Context: an optimization exercise on an open-source flow, tuned for small area. The choices shown serve that exercise and are no tape-out recipe. The RTL was checked by simulation tests, not by an equivalence proof against the original design. Power and IR drop assume default switching activity.

==> design.v <==
module dialect_seq (
    input  wire        clk,
    input  wire        rst,           
    input  wire        start,         
    input  wire        abort_req,         
    input  wire [11:0] entry,
    input  wire        stopreq,
    input  wire        token,
    input  wire [3:0]  port_num,
    input  wire [23:0] trib_cycle,
    input  wire [63:0] time_in,       
    output wire [11:0] imem_addr,
    input  wire [31:0] imem_rdata,
    output wire [12:0] dmem_addr,
    output wire [31:0] dmem_wdata,
    output wire [3:0]  dmem_be,
    input  wire [31:0] dmem_rdata,
    input  wire        rxd,
    output reg         txd,
    output reg         de,
    output reg  [2:0]  exec_state,
    output wire [11:0] pc_out,
    output reg  [3:0]  trap_code,
    output reg  [31:0] trap_word,
    output reg  [31:0] trap_arg,
    input  wire [3:0]  reg_sel,
    output wire [31:0] reg_data
);
    localparam [2:0] ST_IDLE = 3'd0, ST_EXEC = 3'd1, ST_WAIT = 3'd2,
                     ST_STOP = 3'd3, ST_TRAP = 3'd4;
    localparam [3:0] T_ILLEGAL = 4'd1, T_BOUND = 4'd2, T_PC = 4'd3,
                     T_DMEM = 4'd4, T_USER = 4'd8, T_OPERAND = 4'd9;
    localparam [5:0] OP_ADD = 6'h01, OP_SUB = 6'h02, OP_AND = 6'h03,
                     OP_OR = 6'h04, OP_XOR = 6'h05, OP_SHL = 6'h06,
                     OP_SHR = 6'h07, OP_ADDI = 6'h09, OP_ANDI = 6'h0A,
                     OP_ORI = 6'h0B, OP_XORI = 6'h0C, OP_SHLI = 6'h0D,
                     OP_SHRI = 6'h0E, OP_LI = 6'h0F, OP_LDW = 6'h10,
                     OP_LDB = 6'h11, OP_STW = 6'h12, OP_STB = 6'h13,
                     OP_CHKR = 6'h17, OP_BEQ = 6'h18, OP_BNE = 6'h19,
                     OP_BLTU = 6'h1A, OP_BGEU = 6'h1B, OP_JMP = 6'h1C,
                     OP_CALL = 6'h1D, OP_JR = 6'h1E, OP_CHK = 6'h1F,
                     OP_DE = 6'h24, OP_DRAIN = 6'h25, OP_WEDGE = 6'h26,
                     OP_WAIT = 6'h27, OP_TXL = 6'h28, OP_RXL = 6'h29,
                     OP_MFS = 6'h3C, OP_HALT = 6'h3D, OP_NOP = 6'h3E,
                     OP_EXT = 6'h3F;
    reg [31:0] w [1:15];
    reg [11:0] pc;            
    reg        ext_valid;     
    reg [13:0] ext_hi;
    reg        second;        
    reg [31:0] wait_cnt;      
    reg [31:0] time_hi;       
    reg        rx_s1, rx_s2, rx_s3;
    wire active = (exec_state == ST_EXEC) || (exec_state == ST_WAIT);
    wire [11:0] ipc = pc + {11'd0, ext_valid};
    assign imem_addr = ipc;
    assign pc_out    = pc;
    wire [31:0] word  = imem_rdata;
    wire [5:0]  op    = word[31:26];
    wire [3:0]  f_rd  = word[25:22];
    wire [3:0]  f_rs  = word[21:18];
    wire [3:0]  f_rt  = word[17:14];
    wire [17:0] imm18 = word[17:0];
    wire [13:0] low14 = word[13:0];
    wire o_add  = op == OP_ADD,  o_sub  = op == OP_SUB,  o_and  = op == OP_AND;
    wire o_or   = op == OP_OR,   o_xor  = op == OP_XOR,  o_shl  = op == OP_SHL;
    wire o_shr  = op == OP_SHR,  o_addi = op == OP_ADDI, o_andi = op == OP_ANDI;
    wire o_ori  = op == OP_ORI,  o_xori = op == OP_XORI, o_shli = op == OP_SHLI;
    wire o_shri = op == OP_SHRI, o_li   = op == OP_LI,   o_ldw  = op == OP_LDW;
    wire o_ldb  = op == OP_LDB,  o_stw  = op == OP_STW,  o_stb  = op == OP_STB;
    wire o_chkr = op == OP_CHKR, o_beq  = op == OP_BEQ,  o_bne  = op == OP_BNE;
    wire o_bltu = op == OP_BLTU, o_bgeu = op == OP_BGEU, o_jmp  = op == OP_JMP;
    wire o_call = op == OP_CALL, o_jr   = op == OP_JR,   o_chk  = op == OP_CHK;
    wire o_de   = op == OP_DE,   o_drain= op == OP_DRAIN,o_wedge= op == OP_WEDGE;
    wire o_wait = op == OP_WAIT, o_txl  = op == OP_TXL,  o_rxl  = op == OP_RXL;
    wire o_mfs  = op == OP_MFS,  o_halt = op == OP_HALT, o_nop  = op == OP_NOP;
    wire o_ext  = op == OP_EXT;
    wire o_branch = o_beq | o_bne | o_bltu | o_bgeu;
    wire o_mem    = o_ldw | o_ldb | o_stw | o_stb;
    wire o_store  = o_stw | o_stb;
    wire o_jump   = o_jmp | o_call | o_jr;
    wire [3:0] rb = o_store ? f_rd : f_rt;
    wire [14:0] sel_a, sel_b, sel_c;
    wire [31:0] rs_val, rb_val, rsel_val;
    genvar g, j;
    generate
        for (g = 1; g < 16; g = g + 1) begin : dec
            assign sel_a[g-1] = (f_rs == g);
            assign sel_b[g-1] = (rb == g);
            assign sel_c[g-1] = (reg_sel == g);
        end
        for (j = 0; j < 32; j = j + 1) begin : rbit
            wire [14:0] col;
            for (g = 1; g < 16; g = g + 1) begin : colb
                assign col[g-1] = w[g][j];
            end
            dialect_seq_sel15 u_a (.d(col), .s(sel_a), .y(rs_val[j]));
            dialect_seq_sel15 u_b (.d(col), .s(sel_b), .y(rb_val[j]));
            dialect_seq_sel15 u_c (.d(col), .s(sel_c), .y(rsel_val[j]));
        end
    endgenerate
    assign reg_data = rsel_val;
    wire zext = o_andi | o_ori | o_xori | o_chk | o_jmp | o_call;
    wire [13:0] imm_hi = ext_valid ? ext_hi : (zext ? 14'd0 : {14{imm18[17]}});
    wire [31:0] imm = {imm_hi, imm18};
    wire is_fmt_a = o_add | o_sub | o_and | o_or | o_xor | o_shl | o_shr |
                    o_chkr | o_jr | o_drain | o_rxl | o_nop;
    wire low14_z = (low14 == 14'd0);
    wire rd_z = (f_rd == 4'd0);
    wire rs_z = (f_rs == 4'd0);
    wire rt_z = (f_rt == 4'd0);
    wire imm_hi_z = (imm_hi == 14'd0);
    wire legal_op =
        ((o_add | o_sub | o_and | o_or | o_xor | o_shl | o_shr) & low14_z) |
        o_addi | o_andi | o_ori | o_xori |
        ((o_shli | o_shri) & imm_hi_z & (imm18[17:5] == 13'd0)) |
        (o_li & rs_z) |
        o_mem |
        (o_chkr & rd_z & low14_z) |
        o_branch |
        ((o_jmp | o_call) & rd_z & rs_z) |
        (o_jr & rd_z & rt_z & low14_z) |
        (o_chk & rd_z) |
        ((o_de | o_txl) & rd_z & rs_z & imm_hi_z & (imm18[17:1] == 17'd0)) |
        ((o_drain | o_nop) & rd_z & rs_z & rt_z & low14_z) |
        o_wedge |
        (o_wait & rd_z) |
        (o_rxl & rs_z & rt_z & low14_z) |
        (o_mfs & rs_z & imm_hi_z & (imm18[17:3] == 15'd0)) |
        (o_halt & rd_z & rs_z) |
        (o_ext & !ext_valid & rd_z & rs_z & rt_z);
    wire legal = legal_op & !(ext_valid & is_fmt_a);
    wire use_rt  = is_fmt_a | o_branch;
    wire use_imm = !use_rt & !o_wedge;
    wire [31:0] b_val = ({32{use_rt}} & rb_val) | ({32{use_imm}} & imm);
    wire sub = o_sub | o_chkr | o_chk | o_branch;
    wire [31:0] sum, prop, gen;
    wire geu;                         
    dialect_seq_addsub u_add (.a(rs_val), .b(b_val), .sub(sub), .s(sum), .co(geu),
                              .p(prop), .g(gen));
    wire eq = (sum == 32'd0);         
    wire [31:0] sh_out;
    dialect_seq_shift u_sh (.x(rs_val), .n(b_val[4:0]), .left(o_shl | o_shli), .y(sh_out));
    wire is_word   = o_ldw | o_stw;
    wire daddr_bad = (sum[31:13] != 19'd0) || (is_word && sum[1:0] != 2'b00);
    assign dmem_addr = sum[12:0];
    wire br_taken = (o_beq & eq) | (o_bne & !eq) | (o_bltu & !geu) | (o_bgeu & geu);
    wire take_br  = o_branch & br_taken;
    wire [12:0] seq_next = {1'b0, ipc} + 13'd1;
    wire seq_ovf = seq_next[12];
    wire [31:0] br_target;
    dialect_seq_brt u_brt (.pc(ipc), .imm(imm), .t(br_target));
    wire two    = o_jump | take_br;                  
    wire two_bad = o_jump ? (sum[31:12] != 20'd0) : (br_target[31:12] != 20'd0);
    wire rise = rx_s2 && !rx_s3;
    wire fall = !rx_s2 && rx_s3;
    wire edge_hit = (imm18[0] && rise) || (imm18[1] && fall);
    wire cnt_hit;
    wire [31:0] cnt_inc;
    dialect_seq_cnt u_cnt (.c(wait_cnt), .v(sum), .hit(cnt_hit), .inc(cnt_inc));
    wire wedge_op_bad = (imm18[1:0] == 2'b00);
    wire halt_clean = o_halt & (imm_hi_z & (imm18 == 18'd0)) & stopreq;
    wire t_dmem  = o_mem & daddr_bad;
    wire t_bound = (o_chk | o_chkr) & geu;
    wire t_user  = o_halt & !halt_clean;
    wire t_oper  = o_wedge & wedge_op_bad;
    wire t_extpc = o_ext & seq_ovf;
    wire t_inst  = t_dmem | t_bound | t_user | t_oper | t_extpc;
    wire waiting = (o_wait & !cnt_hit) | (o_wedge & !wedge_op_bad & !cnt_hit & !edge_hit);
    wire ok1     = legal & !t_inst & !waiting & !o_ext & !halt_clean;
    wire t_pc    = ok1 & (two ? two_bad : seq_ovf);
    wire trap    = !second & (!legal | t_inst | t_pc);
    wire done    = second | (ok1 & !two & !seq_ovf);
    wire go_second = !second & ok1 & two & !two_bad;
    wire go_wait = !second & legal & waiting;
    wire do_ext  = !second & legal & o_ext & !seq_ovf;
    wire commit = active & done;
    wire clr    = rst | start;
    wire tp_word = !legal;
    wire tp_rs   = legal & t_bound;
    wire tp_imm  = legal & t_oper;
    wire tp_pc   = legal & !t_bound & !t_dmem & !t_user & !t_oper;
    wire tp_sum  = legal & (t_dmem | t_user | (tp_pc & two & o_jump));
    wire tp_brt  = tp_pc & two & !o_jump;
    wire tp_seq  = tp_pc & !two;
    wire [3:0] tcode = tp_word ? T_ILLEGAL : tp_rs ? T_BOUND : t_dmem ? T_DMEM :
                       t_user ? T_USER : tp_imm ? T_OPERAND : T_PC;
    wire [31:0] targ;
    dialect_seq_targ u_targ (.word(word), .rs(rs_val), .sum(sum), .imm(imm), .brt(br_target),
        .seq(seq_next),
        .s_word(tp_word & !clr), .s_rs(tp_rs & !clr), .s_sum(tp_sum & !clr),
        .s_imm(tp_imm & !clr), .s_brt(tp_brt & !clr), .s_seq(tp_seq & !clr),
        .y(targ));
    wire nclr = !clr;
    wire [1:0] ba = sum[1:0];
    wire [31:0] w_d;
    dialect_seq_wb u_wb (.sum(sum), .p(prop), .g(gen), .sh(sh_out), .ld(dmem_rdata),
        .seq(seq_next), .rx(rx_s2), .tlo(time_in[31:0]), .thi(time_hi),
        .stopreq(stopreq), .token(token), .port_num(port_num), .trib_cycle(trib_cycle),
        .cnt(wait_cnt),
        .s_sum(nclr & (o_add | o_sub | o_addi | o_li)),
        .s_p(nclr & (o_or | o_ori | o_xor | o_xori)),
        .s_g(nclr & (o_or | o_ori | o_and | o_andi)),
        .s_sh(nclr & (o_shl | o_shr | o_shli | o_shri)),
        .s_ldw(nclr & o_ldw),
        .s_ldb0(nclr & (o_ldw | (o_ldb & (ba == 2'd0)))),
        .s_ldb1(nclr & o_ldb & (ba == 2'd1)),
        .s_ldb2(nclr & o_ldb & (ba == 2'd2)),
        .s_ldb3(nclr & o_ldb & (ba == 2'd3)),
        .s_seq(nclr & o_call),
        .s_rx(nclr & o_rxl),
        .s_m0(nclr & o_mfs & (imm18[2:0] == 3'd0)),
        .s_m1(nclr & o_mfs & (imm18[2:0] == 3'd1)),
        .s_m2(nclr & o_mfs & (imm18[2:0] == 3'd2)),
        .s_m3(nclr & o_mfs & (imm18[2:0] == 3'd3)),
        .s_m4(nclr & o_mfs & (imm18[2:0] == 3'd4)),
        .s_m6(nclr & o_mfs & (imm18[2:0] == 3'd6)),
        .s_m7(nclr & o_mfs & (imm18[2:0] == 3'd7)),
        .s_cnt(nclr & o_wedge & !cnt_hit),
        .s_ones(nclr & o_wedge & cnt_hit),
        .y(w_d));
    wire wr1 = o_add | o_sub | o_and | o_or | o_xor | o_shl | o_shr |
               o_addi | o_andi | o_ori | o_xori | o_shli | o_shri | o_li |
               o_ldw | o_ldb | o_rxl | o_mfs | o_wedge;
    wire wr_go = active & (second ? o_call : (ok1 & wr1 & !seq_ovf));
    wire [3:0] wr_idx = second ? 4'd15 : f_rd;
    wire st_go = active & !second & legal & o_store & !daddr_bad & !seq_ovf;
    assign dmem_be    = st_go ? (o_stw ? 4'b1111 : (4'b0001 << ba)) : 4'b0000;
    assign dmem_wdata = {o_stw ? rb_val[31:8] : {3{rb_val[7:0]}}, rb_val[7:0]};
    generate
        for (g = 1; g < 16; g = g + 1) begin : regs
            always @(posedge clk)
                if (clr | (wr_go & (wr_idx == g))) w[g] <= w_d;
        end
    endgenerate
    always @(posedge clk) begin
        if (rst) begin
            rx_s1 <= 1'b0;
            rx_s2 <= 1'b0;
            rx_s3 <= 1'b0;
        end else begin
            rx_s1 <= rxd;
            rx_s2 <= rx_s1;
            rx_s3 <= rx_s2;
        end
    end
    always @(posedge clk)
        if (active & do_ext) ext_hi <= word[13:0];
    wire cnt_go = active & go_wait & !clr & !abort_req;
    always @(posedge clk)
        wait_cnt <= cnt_inc & {32{cnt_go}};
    always @(posedge clk)
        if (clr | (commit & o_mfs & (imm18[2:0] == 3'd0)))
            time_hi <= time_in[63:32] & {32{nclr}};
    always @(posedge clk) begin
        if (clr | (active & trap & !abort_req)) begin
            trap_code <= tcode & {4{nclr}};
            trap_word <= word & {32{nclr}};
            trap_arg  <= targ;
        end
    end
    always @(posedge clk) begin
        if (rst) begin
            pc         <= 12'd0;
            ext_valid  <= 1'b0;
            second     <= 1'b0;
            exec_state <= ST_IDLE;
            txd        <= 1'b1;
            de         <= 1'b0;
        end else begin
            if (commit) begin
                if (o_de)  de  <= imm18[0];
                if (o_txl) txd <= imm18[0];
                pc        <= !second ? seq_next[11:0] :
                             o_jump  ? sum[11:0] : br_target[11:0];
                ext_valid <= 1'b0;
                second    <= 1'b0;
                exec_state <= ST_EXEC;
            end
            if (active && go_second) second <= 1'b1;
            if (active && go_wait) exec_state <= ST_WAIT;
            if (active && do_ext) ext_valid <= 1'b1;
            if (start) begin
                pc         <= entry;
                ext_valid  <= 1'b0;
                second     <= 1'b0;
                exec_state <= ST_EXEC;
            end else if (abort_req) begin
                if (active) begin
                    exec_state <= ST_IDLE;
                    ext_valid  <= 1'b0;
                    second     <= 1'b0;
                    de         <= 1'b0;
                end
            end else if (active && trap) begin
                exec_state <= ST_TRAP;
                ext_valid  <= 1'b0;
                second     <= 1'b0;
                de         <= 1'b0;
            end else if (active && halt_clean && !second) begin
                exec_state <= ST_STOP;
                de         <= 1'b0;
            end
        end
    end
endmodule
module dialect_seq_aoi222 (
    input  wire a0, b0, a1, b1, a2, b2,
    output wire y
);
    assign y = ~((a0 & b0) | (a1 & b1) | (a2 & b2));
endmodule
module dialect_seq_aoi221 (
    input  wire a0, b0, a1, b1, c,
    output wire y
);
    assign y = ~((a0 & b0) | (a1 & b1) | c);
endmodule
module dialect_seq_aoi22 (
    input  wire a0, b0, a1, b1,
    output wire y
);
    assign y = ~((a0 & b0) | (a1 & b1));
endmodule
module dialect_seq_sel15 (
    input  wire [14:0] d,
    input  wire [14:0] s,
    output wire        y
);
    wire [4:0] n;
    genvar k;
    generate
        for (k = 0; k < 5; k = k + 1) begin : grp
            dialect_seq_aoi222 u (.a0(d[3*k]), .b0(s[3*k]), .a1(d[3*k+1]), .b1(s[3*k+1]),
                                  .a2(d[3*k+2]), .b2(s[3*k+2]), .y(n[k]));
        end
    endgenerate
    dialect_seq_nand5 u_n (.a(n), .y(y));
endmodule
module dialect_seq_nand5 (
    input  wire [4:0] a,
    output wire       y
);
    assign y = ~&a;
endmodule
module dialect_seq_addsub (
    input  wire [31:0] a,
    input  wire [31:0] b,
    input  wire        sub,
    output wire [31:0] s,
    output wire        co,
    output wire [31:0] p,
    output wire [31:0] g
);
    wire [31:0] bx = b ^ {32{sub}};
    assign p = a ^ bx;
    assign g = a & bx;
    assign {co, s} = {1'b0, a} + {1'b0, bx} + {32'd0, sub};
endmodule
module dialect_seq_shift (
    input  wire [31:0] x,
    input  wire [4:0]  n,
    input  wire        left,
    output wire [31:0] y
);
    wire [31:0] l0 = x;       
    wire [31:0] l1, l2, l3, l4, l5;
    wire [4:0] k_, r_, f_;    
    assign k_ = ~n;
    assign r_ = n & {5{~left}};
    assign f_ = n & {5{left}};
    dialect_seq_shlev #(.K(1),  .INV(0)) u1 (.d(l0), .k(k_[0]), .r(r_[0]), .f(f_[0]), .y(l1));
    dialect_seq_shlev #(.K(2),  .INV(1)) u2 (.d(l1), .k(k_[1]), .r(r_[1]), .f(f_[1]), .y(l2));
    dialect_seq_shlev #(.K(4),  .INV(0)) u3 (.d(l2), .k(k_[2]), .r(r_[2]), .f(f_[2]), .y(l3));
    dialect_seq_shlev #(.K(8),  .INV(1)) u4 (.d(l3), .k(k_[3]), .r(r_[3]), .f(f_[3]), .y(l4));
    dialect_seq_shlev #(.K(16), .INV(0)) u5 (.d(l4), .k(k_[4]), .r(r_[4]), .f(f_[4]), .y(l5));
    assign y = ~l5;
endmodule
module dialect_seq_shlev #(
    parameter K = 1,
    parameter INV = 0
) (
    input  wire [31:0] d,
    input  wire        k,
    input  wire        r,
    input  wire        f,
    output wire [31:0] y
);
    genvar i;
    generate
        for (i = 0; i < 32; i = i + 1) begin : b
            if (i + K <= 31 && i - K >= 0) begin : both
                dialect_seq_aoi222 u (.a0(k), .b0(d[i]), .a1(r), .b1(d[i+K]), .a2(f), .b2(d[i-K]), .y(y[i]));
            end else if (i + K <= 31) begin : ronly
                if (INV) begin : v
                    dialect_seq_aoi221 u (.a0(k), .b0(d[i]), .a1(r), .b1(d[i+K]), .c(f), .y(y[i]));
                end else begin : t
                    dialect_seq_aoi22 u (.a0(k), .b0(d[i]), .a1(r), .b1(d[i+K]), .y(y[i]));
                end
            end else begin : fonly
                if (INV) begin : v
                    dialect_seq_aoi221 u (.a0(k), .b0(d[i]), .a1(f), .b1(d[i-K]), .c(r), .y(y[i]));
                end else begin : t
                    dialect_seq_aoi22 u (.a0(k), .b0(d[i]), .a1(f), .b1(d[i-K]), .y(y[i]));
                end
            end
        end
    endgenerate
endmodule
module dialect_seq_brt (
    input  wire [11:0] pc,
    input  wire [31:0] imm,
    output wire [31:0] t
);
    wire c12;
    assign {c12, t[11:0]} = {1'b0, pc} + {1'b0, imm[11:0]};
    assign t[31:12] = imm[31:12] + {19'd0, c12};
endmodule
module dialect_seq_cnt (
    input  wire [31:0] c,
    input  wire [31:0] v,
    output wire        hit,
    output wire [31:0] inc
);
    assign hit = (c == v);
    assign inc = c + 32'd1;
endmodule
module dialect_seq_targ (
    input  wire [31:0] word,
    input  wire [31:0] rs,
    input  wire [31:0] sum,
    input  wire [31:0] imm,
    input  wire [31:0] brt,
    input  wire [12:0] seq,
    input  wire        s_word,
    input  wire        s_rs,
    input  wire        s_sum,
    input  wire        s_imm,
    input  wire        s_brt,
    input  wire        s_seq,
    output wire [31:0] y
);
    assign y = ({32{s_word}} & word) | ({32{s_rs}} & rs) | ({32{s_sum}} & sum) |
               ({32{s_imm}} & imm) | ({32{s_brt}} & brt) | ({32{s_seq}} & {19'd0, seq});
endmodule
module dialect_seq_wb (
    input  wire [31:0] sum,
    input  wire [31:0] p,
    input  wire [31:0] g,
    input  wire [31:0] sh,
    input  wire [31:0] ld,
    input  wire [12:0] seq,
    input  wire        rx,
    input  wire [31:0] tlo,
    input  wire [31:0] thi,
    input  wire        stopreq,
    input  wire        token,
    input  wire [3:0]  port_num,
    input  wire [23:0] trib_cycle,
    input  wire [31:0] cnt,
    input  wire        s_sum,
    input  wire        s_p,
    input  wire        s_g,
    input  wire        s_sh,
    input  wire        s_ldw,
    input  wire        s_ldb0,
    input  wire        s_ldb1,
    input  wire        s_ldb2,
    input  wire        s_ldb3,
    input  wire        s_seq,
    input  wire        s_rx,
    input  wire        s_m0,
    input  wire        s_m1,
    input  wire        s_m2,
    input  wire        s_m3,
    input  wire        s_m4,
    input  wire        s_m6,
    input  wire        s_m7,
    input  wire        s_cnt,
    input  wire        s_ones,
    output wire [31:0] y
);
    wire [31:0] ldv = {({24{s_ldw}} & ld[31:8]),
                       ({8{s_ldb0}} & ld[7:0]) | ({8{s_ldb1}} & ld[15:8]) |
                       ({8{s_ldb2}} & ld[23:16]) | ({8{s_ldb3}} & ld[31:24])};
    assign y = ({32{s_sum}} & sum) | ({32{s_p}} & p) | ({32{s_g}} & g) |
               ({32{s_sh}} & sh) | ldv | ({32{s_seq}} & {19'd0, seq}) |
               ({32{s_rx}} & {31'd0, rx}) | ({32{s_m0}} & tlo) | ({32{s_m1}} & thi) |
               ({32{s_m2}} & {31'd0, stopreq}) | ({32{s_m3}} & {31'd0, token}) |
               ({32{s_m4}} & {28'd0, port_num}) | ({32{s_m6}} & {8'd0, trib_cycle}) |
               ({32{s_m7}} & 32'd254) | ({32{s_cnt}} & cnt) | {32{s_ones}};
endmodule
==> run.sh <==
#!/bin/bash
# synth_recipe.tcl (not shown) runs the flow's synth.tcl, then flattens the netlist and writes it again
# the make line also repeats each setting of config.mk as NAME=value (left out here)
make -C /OpenROAD-flow-scripts/flow DESIGN_CONFIG=/design/flow/config.mk WORK_HOME=/design/flow/orfs CLKGATE_MAP_FILE= SYNTH_SCRIPT=/design/flow/synth_recipe.tcl finish
==> config.mk <==
export PLATFORM = sky130hd
export DESIGN_NAME = dialect_seq
export DESIGN_NICKNAME = dialect_seq
export VERILOG_FILES = /design/flow/design.v
export SDC_FILE = /design/flow/constraint.sdc
export NUM_CORES = 4
export LEC_CHECK = 0
export CAP_MARGIN = 20
export CORE_MARGIN = 2
export CORE_UTILIZATION = 40
export SLEW_MARGIN = 20
export SYNTH_HIERARCHICAL = 1
==> constraint.sdc <==
create_clock -name core_clock -period 20.0 [get_ports {clk}]
set_input_delay 4.0000 -clock core_clock [delete_from_list [all_inputs] [get_ports {clk}]]
set_output_delay 4.0000 -clock core_clock [all_outputs]
set_load 0.01 [all_outputs]
==> flow_summary.ini, run 1 <==
[detailed_routing]
wl_per_cell_um = 38.3
drt_iter0_drc = 12000
ant_nets = 0
drc = 0
firstDrtPassIters = 22
viasPerCell = 7.67
num_vias = 39200
routed_wl_um = 196000

[power_and_ir_drop]
cellPowerDensity_mw_per_mm2 = 84.9
intPower_uw = 2640
pwr-share-seq = 0.412
switching_share = 0.338
switching_power_uw = 1340
total_leakage_power_uw = 0.0163
clkPwrFrac = 0.332
combinationalPowerShare = 0.256
ir_drop_v = 0.0000640

[worst_setup_path]
worst_setup_path_start_kind = primary input
cp.arrival_ps = 13670
cp_data_required_time_ps = 16000
cp-startpoint = imem_rdata[30]
critPathMaxStageDelay_ps = 1100
crit_top_cell = nand2_1
path_buf_inv = 2
cpLargestDelayFamily = simple AND/OR/NAND/NOR gates
worstSetupPathType = in -> out
timing.rr.start = ext_valid
cpMaxStageDelayCell = nor2_4
crit_fanout = 32
critPathCaptureType = output port

[sta]
min_period_ps = 17670
hold_violations = 0
setup_tns_ps = 0
max_freq_mhz = 56.6
finalSetupViolations = 0
slew_violations = 0
worstMarginPinSlew_ps = 1320
fin_crit_sh = 0.884
rsz0062_at_grt = no
clock_skew_ps = 42.8
slew_headroom = 0.115

[floorplanning]
start_util = 0.405
core-area_mm2 = 0.0953
die_area_mm2 = 0.0991
rows = 113
die_y_um = 315
dieWidth_um = 315
io_pins = 357

[placement]
place_congestion = 1.01
placedCellCount = 4978
placed_area_mm2 = 0.0445
dp.final_hpwl_um = 132000
io_buffers = 356

[clock_tree]
cts_htree_levels = 3
clock_sinks = 648
worstSkewPairLatency_ps = 680
cts_tree = done
postCtsSetupBuffers = 0
path_clk_slew_ps = 60
cts_buffers = 72
clk_path_buf_depth = 3
root_buffer = clkbuf_16
postCtsHoldBufs = 0
cts_resized = 0

[min_path]
hold_start = rx_s1
min_path_type = reg -> reg

[synth]
synth_area_leaders = edfxtp_1 (46%), a222oi_1 (16%), dfxtp_1 (2.8%)
syn_inst = 3379
syn_area_mm2 = 0.0386
syn_nets = 3610
synth_seq_cells = 648
synth_cell_types = 100
ys.flop_type = edfxtp_1
yosys_warnings = 8
synth_edf_count = 594
yosysSeqAreaShare = 0.490
synth_area_leader_cell = edfxtp_1
async_reset_ff_frac = 0
avgSynthCellArea_um2 = 11.4
yosys.area.top_type_share = 0.462
synth_most_common_cell = a222oi_1
netlist_top_cells_count = a222oi_1 (613), edfxtp_1 (594), nand2_1 (280)

[final_layout]
drive_gt1_frac = 0.114
finalNonFillerCells = 5112
layout.nets = 4020
area_delta_synth_final_pct = 21.4
stdcell_area_mm2 = 0.0469

[global_routing]
grt_pass1_vias = 35100
grtUsageTotal = 0.376
grt_overflow = 0
grt_pass1_wl_um = 267000
grt_max_degree = 65
antenna_found_initial = 3

[run]
cap_violations = 0

[run_status]
run_status = finished clean
modules after synthesis (local to each module, per instance), excerpt:
module / cells / times used
dialect_seq: 1568 / 1
dialect_seq_addsub: 299 / 1
dialect_seq_aoi22: 1 / 42
dialect_seq_aoi221: 1 / 20
dialect_seq_aoi222: 1 / 578
dialect_seq_brt: 133 / 1
dialect_seq_cnt: 131 / 1
dialect_seq_nand5: 2 / 96
dialect_seq_shift: 47 / 1
dialect_seq_targ: 125 / 1
dialect_seq_wb: 244 / 1
layout by cell type, fill, tap and decap left out, types with 10 or more instances in the layout:
cell,count
inv_1,69
nand4_1,42
nor2_2,29
a222oi_1,613
and2_1,102
o21ai_0,64
clkinv_1,12
o21a_1,10
and3_1,107
a21o_1,13
nand2_1,280
nor2b_1,16
xor2_1,90
clkdlybuf4s50_1,356
nor2_4,13
nand2b_1,36
a21oi_1,82
nand3_1,185
o211ai_1,11
nor3_1,35
a221oi_2,30
edfxtp_1,594
a22o_1,41
nor2_1,102
a311oi_1,13
nor3_2,18
a31oi_1,19
clkbuf_1,16
buf_4,126
a22oi_2,42
a221oi_1,44
clkinv_2,12
a22oi_1,96
nor4_1,36
dfxtp_1,54
xnor2_1,80
clkbuf_16,73
ha_1,50
power by group through the flow:
stage / clock [uW] / combinational [uW] / sequential [uW]
2_1_floorplan: 0 / 495 / 1650
3_3_place_gp: 0 / 966 / 1660
3_5_place_dp: 0 / 965 / 1660
4_1_cts: 1320 / 969 / 1640
5_1_grt: 1380 / 1040 / 1650
6_report: 1320 / 1020 / 1640
per-layer routing:
metal  track usage  up-vias  wire [um]  share of wire
met3         0.124      688      31800           0.16
met2         0.533     3863      79800           0.41
li1              -    15700          -              -
met5             0        -         13       0.000066
met4         0.190        2      12500          0.064
met1         0.511    18900      71600           0.37
sequential cells by signal, indices dropped and copies added (netlist names), 3 cells and up:
name        flops
w             480
time_hi        32
trap_arg       32
trap_word      32
wait_cnt       32
ext_hi         14
pc             12
trap_code       4
exec_state      3
metrics by stage:
| step | setup slack (ps) | total power, uW | hold slack, ps | utilization |
|---|---|---|---|---|
| after CTS | 2670 | 3930 | 503 | 0.491 |
| final | 2330 | 3980 | 506 | 0.492 |
| after floorplan | 5030 | 2150 | 414 | - |
| after global routing | 2040 | 4060 | 505 | 0.492 |
| after detailed placement | 2690 | 2630 | 491 | 0.467 |
| after global placement | 2890 | 2630 | 484 | 0.466 |
final cells by class:
cell class	instances	area, um^2
inverter	69	259
sequential	648	18900
clock buffer	90	1900
fill	8693	48400
antenna	3	7.51
clock inverter	39	410
timing repair buffer	487	4620
multi-input combinational	2511	19200
tap	1265	1580
path summary, 6_finish.rpt:
path / endpoint / slack, ps / cells after the start
worst min-delay path: rx_s2 / 510 / 1
worst min register to register: rx_s2 / 510 / 1
worst max-delay path: dmem_be[0] / 2330 / 26
worst max register to register: w[9][4] / 10350 / 25
kinds of logic after synthesis:
kind of cell / after synthesis / synth area share
xor+xnor: 170 / 0.0386
compound gates: 1188 / 0.278
flops: 648 / 0.490
fa+ha+maj: 52 / 0.0172
buf+inv: 220 / 0.0258
mux: 6 / 0.00162
simple gates: 1095 / 0.149
==> run 2, diff against run 1 <==
--- a/design.v
+++ b/design.v
@@ -23,5 +23,5 @@
     output reg  [3:0]  trap_code,
     output reg  [31:0] trap_word,
-    output reg  [31:0] trap_arg,
+    output wire [31:0] trap_arg,
     input  wire [3:0]  reg_sel,
     output wire [31:0] reg_data
@@ -52,9 +52,10 @@
     reg [31:0] time_hi;       
     reg        rx_s1, rx_s2, rx_s3;
-    wire active = (exec_state == ST_EXEC) || (exec_state == ST_WAIT);
+    wire active  = (exec_state == ST_EXEC) || (exec_state == ST_WAIT);
+    wire trapped = (exec_state == ST_TRAP);
     wire [11:0] ipc = pc + {11'd0, ext_valid};
     assign imem_addr = ipc;
     assign pc_out    = pc;
-    wire [31:0] word  = imem_rdata;
+    wire [31:0] word  = trapped ? trap_word : imem_rdata;
     wire [5:0]  op    = word[31:26];
     wire [3:0]  f_rd  = word[25:22];
@@ -177,19 +178,16 @@
     wire commit = active & done;
     wire clr    = rst | start;
-    wire tp_word = !legal;
-    wire tp_rs   = legal & t_bound;
-    wire tp_imm  = legal & t_oper;
-    wire tp_pc   = legal & !t_bound & !t_dmem & !t_user & !t_oper;
-    wire tp_sum  = legal & (t_dmem | t_user | (tp_pc & two & o_jump));
-    wire tp_brt  = tp_pc & two & !o_jump;
-    wire tp_seq  = tp_pc & !two;
-    wire [3:0] tcode = tp_word ? T_ILLEGAL : tp_rs ? T_BOUND : t_dmem ? T_DMEM :
-                       t_user ? T_USER : tp_imm ? T_OPERAND : T_PC;
-    wire [31:0] targ;
+    wire [3:0] tcode = !legal ? T_ILLEGAL : t_bound ? T_BOUND : t_dmem ? T_DMEM :
+                       t_user ? T_USER : t_oper ? T_OPERAND : T_PC;
+    wire tc_pc = (trap_code == T_PC);
     dialect_seq_targ u_targ (.word(word), .rs(rs_val), .sum(sum), .imm(imm), .brt(br_target),
         .seq(seq_next),
-        .s_word(tp_word & !clr), .s_rs(tp_rs & !clr), .s_sum(tp_sum & !clr),
-        .s_imm(tp_imm & !clr), .s_brt(tp_brt & !clr), .s_seq(tp_seq & !clr),
-        .y(targ));
+        .s_word(trapped & (trap_code == T_ILLEGAL)),
+        .s_rs(trapped & (trap_code == T_BOUND)),
+        .s_sum(trapped & ((trap_code == T_DMEM) | (trap_code == T_USER) | (tc_pc & o_jump))),
+        .s_imm(trapped & (trap_code == T_OPERAND)),
+        .s_brt(trapped & tc_pc & take_br),
+        .s_seq(trapped & tc_pc & !o_jump & !take_br),
+        .y(trap_arg));
     wire nclr = !clr;
     wire [1:0] ba = sum[1:0];
@@ -256,6 +254,5 @@
         if (clr | (active & trap & !abort_req)) begin
             trap_code <= tcode & {4{nclr}};
-            trap_word <= word & {32{nclr}};
-            trap_arg  <= targ;
+            trap_word <= imem_rdata & {32{nclr}};
         end
     end
@@ -294,6 +291,5 @@
                 end
             end else if (active && trap) begin
-                exec_state <= ST_TRAP;
-                ext_valid  <= 1'b0;
+                exec_state <= ST_TRAP;       
                 second     <= 1'b0;
                 de         <= 1'b0;
==> flow/run.sh (new file) <==
#!/bin/bash
# Layout flow: the standard flow (standard.sh), with two changes:
# - synthesis maps logic with an area-recovering ABC script (no buffering or
#   upsizing inside ABC; the placer's repair sizes cells for timing);
# - the port buffers are buf_1 cells.
# Each tool writes its log under orfs/logs; make's output goes to make.log.
set -euo pipefail
W=$(pwd)
rm -rf "$W/scripts"
cp -r "$FLOW_HOME/scripts" "$W/scripts"
cp "$W/flow/abc_area.script" "$W/scripts/abc_speed.script"
bash "$W/standard.sh" SCRIPTS_DIR="$W/scripts" \
    BUFFER_PORTS_ARGS="-buffer_cell sky130_fd_sc_hd__buf_1" finish > "$W/make.log" 2>&1
==> flow/abc_area.script (new file) <==
&get -n
&st
&dch
&nf
&st
&syn2
&if -g -K 6
&synch2
&nf
&st
&syn2
&if -g -K 6
&synch2
&nf
&st
&syn2
&if -g -K 6
&synch2
&nf -R 1000
&put
==> standard.sh (new file) <==
#!/bin/bash
# synth_recipe.tcl (not shown) runs the flow's synth.tcl, then flattens the netlist and writes it again
# the make line also repeats each setting of config.mk as NAME=value (left out here)
make -C /OpenROAD-flow-scripts/flow DESIGN_CONFIG=/design/flow/config.mk WORK_HOME=/design/flow/orfs CLKGATE_MAP_FILE= SYNTH_SCRIPT=/design/flow/synth_recipe.tcl "${@:-finish}"
--- a/config.mk
+++ b/config.mk
@@ -9,4 +9,7 @@
 export CORE_MARGIN = 2
 export CORE_UTILIZATION = 40
+export CTS_BUF_LIST = sky130_fd_sc_hd__clkbuf_8
+export CTS_CLUSTER_DIAMETER = 50
+export CTS_CLUSTER_SIZE = 15
 export SLEW_MARGIN = 20
 export SYNTH_HIERARCHICAL = 1
removed: run.sh
==> flow_summary.ini, run 2 <==
[synth]
yosys.area.top_type_share = 0.462
synth_most_common_cell = a222oi_1
synth_seq_cells = 616
synth_cell_types = 57
synth_area_leaders = edfxtp_1 (46%), a222oi_1 (17%), nand2_1 (3.1%)
yosysSeqAreaShare = 0.492
async_reset_ff_frac = 0
avgSynthCellArea_um2 = 11.2
syn_area_mm2 = 0.0365
ys.flop_type = edfxtp_1
synth_edf_count = 562
syn_nets = 3490
syn_inst = 3259
netlist_top_cells_count = a222oi_1 (613), edfxtp_1 (562), nand2_1 (299)
synth_area_leader_cell = edfxtp_1
yosys_warnings = 8

[min_path]
hold_start = rx_s1
hold_end = rx_s2
min_path_type = reg -> reg
worstHoldPathCells = 1

[floorplanning]
die_area_mm2 = 0.0937
dieWidth_um = 306
rows = 110
start_util = 0.404
core-area_mm2 = 0.0903
io_pins = 357
die_y_um = 306

[worst_setup_path]
reg2reg_depth = 44
crit_fanout = 27
worst_setup_path_start_kind = primary input
critPathMaxStageDelay_ps = 600
cp.arrival_ps = 15320
r2r_end = w[13][28]
critPathCaptureType = output port
crit_top_cell = nand2_1
timing.rr.start = exec_state[1]
ff2ff_setup_slack_ps = 6240
cp_data_required_time_ps = 16000
worstSetupPathType = in -> out
cpMaxStageDelayCell = a2111oi_1

[clock_tree]
clk_path_buf_depth = 3
root_buffer = clkbuf_8
cts_buffers = 80
cts_resized = 0
postCtsHoldBufs = 0
postCtsSetupBuffers = 0
cts_tree = done
worstSkewPairLatency_ps = 810
clock_sinks = 616
cts_htree_levels = 3
path_clk_slew_ps = 80

[detailed_routing]
wl_per_cell_um = 40.2
num_vias = 39800
firstDrtPassIters = 17
drc = 0
dr_wl_met2_um = 83100
wl_met1_um = 73200
ant_nets = 0
routed_wl_um = 205000
dr_wl_met3_um = 33100
routed.top_layer = met5
viasPerCell = 7.82
drt_iter0_drc = 11400

[sta]
rsz0062_at_grt = no
min_period_ps = 19320
final.setup.worst_slack_ps = 680
finalSetupViolations = 0
clock_skew_ps = 72.1
setup_tns_ps = 0
slew_violations = 0
fin_crit_sh = 0.966
hold_ws_ps = 454
hold_violations = 0
max_freq_mhz = 51.8
worstMarginPinSlew_ps = 1300
slew_headroom = 0.107

[final_layout]
utilization = 0.474
layout_common_cells = a222oi_1 (613), edfxtp_1 (562), buf_1 (356)
top_register = w
finalNonFillerCells = 5093
largest_register_ffs = 480
final_common_cell = a222oi_1
area_delta_synth_final_pct = 17.3
drive_gt1_frac = 0.0958
layout.nets = 4068
nFillCells = 8505

[power_and_ir_drop]
cellPowerDensity_mw_per_mm2 = 85.5
ir_drop_v = 0.0000610
total_leakage_power_uw = 0.0149

[global_routing]
grt_pass1_wl_um = 278000
antenna_found_initial = 23
grt_max_degree = 62
grt_pass1_vias = 35900
grtUsageTotal = 0.416
grt_overflow = 0

[run_status]
run_status = finished clean

[placement]
io_buffers = 356
dp.final_hpwl_um = 139000
place_congestion = 1.05
dp_slack_ps = 790
placedCellCount = 4930

[run]
cap_violations = 0
==> run 2: cell types whose count changed in the layout (fill, tap and decap cells not counted), sizes merged, moves of 16 or more <==
cell,delta
a211oi,+25
clkinv,+84
mux2i,+33
o31ai,+16
xor2,+22
clkdlybuf4s50,-356
nor2,+23
nand2,+19
buf,+372
nor3,+16
a21oi,+16
inv,-47
edfxtp,-32
==> run 2: cell families (layout without fill, tap and decap cells) <==
| kind of cell | Yosys count | count (layout) | synth area share |
|---|---|---|---|
| xor+xnor | 180 | 180 | 0.0432 |
| simple gates | 1106 | 1106 | 0.150 |
| other cells | 0 | 15 | 0 |
| compound gates | 1167 | 1167 | 0.274 |
| fa+ha+maj | 52 | 52 | 0.0182 |
| flops | 616 | 616 | 0.492 |
| mux | 43 | 43 | 0.0120 |
| buf+inv | 95 | 738 | 0.0106 |
==> run 2: where the power goes <==
group | internal, uW | switching (uW) | total, uW
sequential | 1500 | 77.3 | 1570
combinational | 263 | 726 | 989
clock | 503 | 593 | 1100
total | 2260 | 1400 | 3660
==> run 2: stage by stage <==
stage,power [uW],instance area [um^2]
final,3660,42800
after global routing,3730,42800
after CTS,3600,42800
after detailed placement,2520,40900
after global placement,2530,40900
after floorplan,2060,36500
==> run 2: metal layers <==
layer / global-route usage / vias up
met4: 0.241 / 26
met5: 0.0129 / -
met1: 0.536 / 19200
met3: 0.162 / 865
met2: 0.592 / 4001
li1: - / 15700
==> run 2: cell type report <==
type | count | area [um^2] | area share
multi-input cells | 2548 | 18700 | 0.438
flip-flops and latches | 616 | 18000 | 0.419
repair buffers | 504 | 2450 | 0.0573
well taps | 1176 | 1470 | 0.0344
clock buffers | 80 | 1100 | 0.0257
clock inverters | 67 | 727 | 0.0170
inverters | 87 | 327 | 0.00763
diodes | 15 | 37.5 | 0.000877
==> run 2: worst max path at each step <==
stage                               from           end  slack, ps  cells after the start
after floorplan           imem_rdata[28]  trap_arg[10]       1730                     39
after global placement    imem_rdata[29]   trap_arg[0]       1310                     44
after detailed placement  imem_rdata[29]   trap_arg[0]        790                     44
after CTS                 imem_rdata[29]   trap_arg[0]        750                     44
after global routing      imem_rdata[29]   trap_arg[0]        110                     44
final                     imem_rdata[29]   trap_arg[0]        680                     44
==> run 2: worst max-delay path: cells and delay by family <==
kind | cells | cell delay [ps]
XOR/XNOR | 1 | 210
buffers and inverters | 6 | 1440
AND/OR/NAND/NOR | 20 | 4870
adder cells (fa/ha/maj) | 1 | 420
AO/OA/AOI/OAI | 13 | 3290
multiplexers | 3 | 1040
==> run 2: modules after synthesis (local to each module, per instance), excerpt <==
module	flops+latches	area, um^2
dialect_seq	616	23300
dialect_seq_aoi221	0	8.76
dialect_seq_brt	0	783
dialect_seq_aoi222	0	10.0
dialect_seq_wb	0	1580
dialect_seq_cnt	0	875
dialect_seq_shift	0	189
dialect_seq_targ	0	762
dialect_seq_nand5	0	11.3
dialect_seq_aoi22	0	7.51
dialect_seq_addsub	0	1720

-- static timing again, ports no longer ideal --
The flow's constraints put no driver on any port. The routed layouts listed below were extracted and timed again, unchanged, in two steps. Step 1, drivers: a clkbuf_16 drives clk and a buf_2 each remaining input, both assumed. Step 2 adds t to the input delays and takes it off the output delays; t is the mean of the earliest and latest rising clock arrival at the registers after step 1. Input paths then give back, and output paths get back, about the clock's delay inside the block. Three values: ideal, step 1, step 2; two values: the first two.
| run | shift t [ns] | setup slack, ns | pins driven straight from the clock port |
|---|---|---|---|
| run 1 | 0.724 | 2.327 / 2.234 / 2.234 | 1 |
| run 2 | 0.837 | 0.680 / 0.660 / 0.660 | 1 |
After both steps every run listed still meets setup and hold. For run 1, which loses most, drivers alone change the setup slack by -0.093 ns; drivers and shift together by -0.093 ns.
